What follows belongs to an exercise in optimizing a design on an open flow for small area and a short achievable clock period; a production flow would make more cautious choices.

maple:
## crc_unit
module crc_unit (
    input  wire        clk,
    input  wire        rst,           
    input  wire [2:0]  op,            
    input  wire [1:0]  size,          
    input  wire [63:0] wdata,
    input  wire [1:0]  cfg_width,     
    input  wire [31:0] cfg_poly,
    input  wire [31:0] cfg_init,
    input  wire [1:0]  cfg_reflect,   
    input  wire [31:0] cfg_xorout,
    output wire [31:0] running,
    output wire [31:0] result,
    output wire [1:0]  cmp_status,    
    output wire [63:0] bytes_fed
);
    localparam OP_RESET   = 3'd1;
    localparam OP_COMPARE = 3'd2;
    localparam OP_WRITE   = 3'd3;
    localparam OP_FEED    = 3'd4;
    reg        w8_q, w16_q;           
    reg [31:0] poly_q;                
    reg [31:0] xorout_q;              
    reg        refin_q, refout_q;
    reg [31:0] crc_q;                 
    reg [1:0]  status_q;
    reg [63:0] count_q;
    wire        do_reset = rst | (op == OP_RESET);
    wire        do_cmp   = ~rst & (op == OP_COMPARE);
    wire        do_write = ~rst & (op == OP_WRITE);
    wire        do_feed  = ~rst & (op == OP_FEED);
  ...
Size: roughly 5,600 cells after synthesis, roughly 170 flip-flops, roughly 41,000 um2 of cells after synthesis.
export LEC_CHECK = 0
export CAP_MARGIN = 20
export CORE_MARGIN = 2
export CORE_UTILIZATION = 40
export SLEW_MARGIN = 20
export SYNTH_HIERARCHICAL = 1
create_clock -name core_clock -period 80.0 [get_ports {clk}]
standard.sh (not shown) runs the stock make flow with config.mk's settings and CLKGATE_MAP_FILE= SYNTH_SCRIPT=/design/flow/synth_recipe.tcl, a recipe that flattens the netlist after the stock synthesis.
==> flow/flow/run.sh <==
#!/bin/bash
set -euo pipefail
MARGIN=$(cat "$(dirname "$0")/margin.txt")
bash standard.sh SETUP_SLACK_MARGIN="$MARGIN" SETUP_MOVE_SEQUENCE=sizeup,swap SKIP_GATE_CLONING=1 \
    BUFFER_PORTS_ARGS="-buffer_cell sky130_fd_sc_hd__buf_1" \
    finish > make_finish.log 2>&1
==> flow/flow/margin.txt <==
40
## Diff of input files: nickel against maple
--- a/flow/design.v
+++ b/flow/design.v
@@ -3,46 +3,42 @@
     input  wire        fb_f, fb_a, fb_b, fb_c,
     input  wire [30:0] poly,      
     input  wire        din_n,     
     output wire [30:0] s_out      
 );
     assign s_out[30]    = s_in[29]    ^ (fb_f & poly[30]);
-    assign s_out[29:27] = s_in[28:26] ^ ({3{fb_a}} & poly[29:27]);
-    assign s_out[26:15] = s_in[25:14] ^ ({12{fb_b}} & poly[26:15]);
-    assign s_out[14:1]  = s_in[13:0]  ^ ({14{fb_c}} & poly[14:1]);
+    assign s_out[29:25] = s_in[28:24] ^ ({5{fb_a}} & poly[29:25]);
+    assign s_out[24:13] = s_in[23:12] ^ ({12{fb_b}} & poly[24:13]);
+    assign s_out[12:1]  = s_in[11:0]  ^ ({12{fb_c}} & poly[12:1]);
     assign s_out[0]     = ~din_n      ^ (fb_c & poly[0]);
 endmodule
 module crc_bit_step0 (
     input  wire [30:0] s_in,
     input  wire        fb_f, fb_a, fb_b, fb_c,
     input  wire [30:0] poly,
     output wire [30:0] s_out
 );
     assign s_out[30]    = s_in[29]    ^ (fb_f & poly[30]);
-    assign s_out[29:27] = s_in[28:26] ^ ({3{fb_a}} & poly[29:27]);
-    assign s_out[26:15] = s_in[25:14] ^ ({12{fb_b}} & poly[26:15]);
-    assign s_out[14:1]  = s_in[13:0]  ^ ({14{fb_c}} & poly[14:1]);
+    assign s_out[29:25] = s_in[28:24] ^ ({5{fb_a}} & poly[29:25]);
+    assign s_out[24:13] = s_in[23:12] ^ ({12{fb_b}} & poly[24:13]);
+    assign s_out[12:1]  = s_in[11:0]  ^ ({12{fb_c}} & poly[12:1]);
     assign s_out[0]     = fb_c & poly[0];
 endmodule
-module crc_xor2 (
-    input  wire a, b,
-    output wire y
-);
-    assign y = a ^ b;
-endmodule
-module crc_and2 (
-    input  wire a, b,
-    output wire y
-);
-    assign y = a & b;
-endmodule
-module crc_gterm (
-    input  wire s29, p31, fb, q,
-    output wire y
+module crc_fb_nand (
+    input  wire fb,
+    input  wire p31,
+    output wire n
+);
+    assign n = ~(fb & p31);
+endmodule
+module crc_fb_copy (
+    input  wire s30,
+    input  wire n31,
+    output wire fb
 );
-    assign y = (p31 & s29) ^ (fb & q);
+    assign fb = s30 ^ ~n31;
 endmodule
 module crc_fb_first (
     input  wire c,
     input  wire d_n,
     output wire fb
 );
@@ -90,43 +86,37 @@
     wire [7:0] sel_r   = byte_en & {8{refin_q}};
     wire [7:0] sel_n   = byte_en & {8{~refin_q}};
     wire [63:0] dn;
     crc_data u_data (.wdata(wdata), .sel_r(sel_r), .sel_n(sel_n), .dn(dn));
     wire [30:0] st [0:64];            
     wire [64:0] fb_f, fb_a, fb_b, fb_c;   
-    wire [64:0] h, h2;                
-    wire [64:0] gt;                   
-    wire        q = poly_q[31] & poly_q[30];
+    wire [63:0] n_f, n_x;             
     genvar g;
     generate
         for (g = 0; g < 31; g = g + 1) begin : place
             assign st[0][30 - g] = crc_q[30 - g] ^ ~dn[g + 1];
         end
         crc_fb_first u_f0f (.c(crc_q[31]), .d_n(dn[0]), .fb(fb_f[0]));
         crc_fb_first u_f0a (.c(crc_q[31]), .d_n(dn[0]), .fb(fb_a[0]));
         crc_fb_first u_f0b (.c(crc_q[31]), .d_n(dn[0]), .fb(fb_b[0]));
         crc_fb_first u_f0c (.c(crc_q[31]), .d_n(dn[0]), .fb(fb_c[0]));
-        crc_and2 u_h0  (.a(fb_a[0]), .b(poly_q[31]), .y(h[0]));
-        crc_and2 u_h20 (.a(fb_b[0]), .b(poly_q[31]), .y(h2[0]));
-        crc_and2 u_g0  (.a(st[0][30]), .b(poly_q[31]), .y(gt[0]));
         for (g = 0; g < 64; g = g + 1) begin : steps
             if (g < 32) begin : with_data
                 crc_bit_step u_step (.s_in(st[g]), .fb_f(fb_f[g]), .fb_a(fb_a[g]), .fb_b(fb_b[g]),
                                      .fb_c(fb_c[g]), .poly(poly_q[30:0]), .din_n(dn[32 + g]),
                                      .s_out(st[g + 1]));
             end else begin : no_data
                 crc_bit_step0 u_step (.s_in(st[g]), .fb_f(fb_f[g]), .fb_a(fb_a[g]), .fb_b(fb_b[g]),
                                       .fb_c(fb_c[g]), .poly(poly_q[30:0]), .s_out(st[g + 1]));
             end
-            crc_gterm u_gt (.s29(st[g][29]), .p31(poly_q[31]), .fb(fb_f[g]), .q(q), .y(gt[g + 1]));
-            crc_xor2 u_h  (.a(gt[g]), .b(h[g]), .y(h[g + 1]));
-            crc_xor2 u_h2 (.a(gt[g]), .b(h[g]), .y(h2[g + 1]));
-            crc_xor2 u_ff (.a(st[g][30]), .b(h[g]),  .y(fb_f[g + 1]));
-            crc_xor2 u_fa (.a(st[g][30]), .b(h2[g]), .y(fb_a[g + 1]));
-            crc_xor2 u_fb (.a(st[g][30]), .b(h2[g]), .y(fb_b[g + 1]));
-            crc_xor2 u_fc (.a(st[g][30]), .b(h2[g]), .y(fb_c[g + 1]));
+            crc_fb_nand u_nf (.fb(fb_f[g]), .p31(poly_q[31]), .n(n_f[g]));
+            crc_fb_nand u_nx (.fb(fb_f[g]), .p31(poly_q[31]), .n(n_x[g]));
+            crc_fb_copy u_ff (.s30(st[g][30]), .n31(n_f[g]), .fb(fb_f[g + 1]));
+            crc_fb_copy u_fa (.s30(st[g][30]), .n31(n_x[g]), .fb(fb_a[g + 1]));
+            crc_fb_copy u_fb (.s30(st[g][30]), .n31(n_x[g]), .fb(fb_b[g + 1]));
+            crc_fb_copy u_fc (.s30(st[g][30]), .n31(n_x[g]), .fb(fb_c[g + 1]));
         end
     endgenerate
     wire [31:0] tap1 = {fb_c[8],  st[8]};
     wire [31:0] tap2 = {fb_c[16], st[16]};
     wire [31:0] tap4 = {fb_c[32], st[32]};
     wire [31:0] tap8 = {fb_c[64], st[64]};
The number of gates given a new drive strength after cts in nickel sits 48 above the value recorded for maple. Between maple and nickel, the flow reports multi-input combinational cell area decreasing by a little under 10%. Any difference in clock-cell share of area between nickel and maple is small enough to ignore. Final worst-path setup slack delta (nickel − maple): favourable. In the final reports, the cell area of nickel is smaller than that of maple.
No functional check of the RTL was part of any run of this note.

## static timing again, ports no longer ideal
How much do the figures lean on ideal ports? The routed layouts below were timed once more, with nothing changed but the port constraints.
Step 1 sets driving cells, clkbuf_16 on the clock port and buf_2 on the other inputs (assumed; they add their load-dependent delay and slew).
Step 2 moves the port delays by t, midway between the first and last clock arrival at a register: inputs arrive t later, outputs are due t later. That takes back most of the time a late clock gives input paths.
Three values: ideal ports, drivers, drivers and shift; two values: the first two.
| run | t (ns) | setup WS [ns] | worst hold slack (ns) | worst setup path after step 2 | latest minus earliest clock arrival (ns) |
|---|---|---|---|---|---|
| maple | 0.534 | 37.951 / 37.938 / 37.405 | 0.506 / 0.506 / 0.506 | input to register | 0.017 / 0.017 |
| nickel | 0.513 | 39.848 / 39.868 / 39.355 | 0.507 / 0.507 / 0.507 | input to register | 0.016 / 0.016 |
After both steps setup and hold are still met in every run listed. For maple, which loses most, drivers alone change the setup slack by -0.013 ns; drivers and shift together by -0.546 ns.
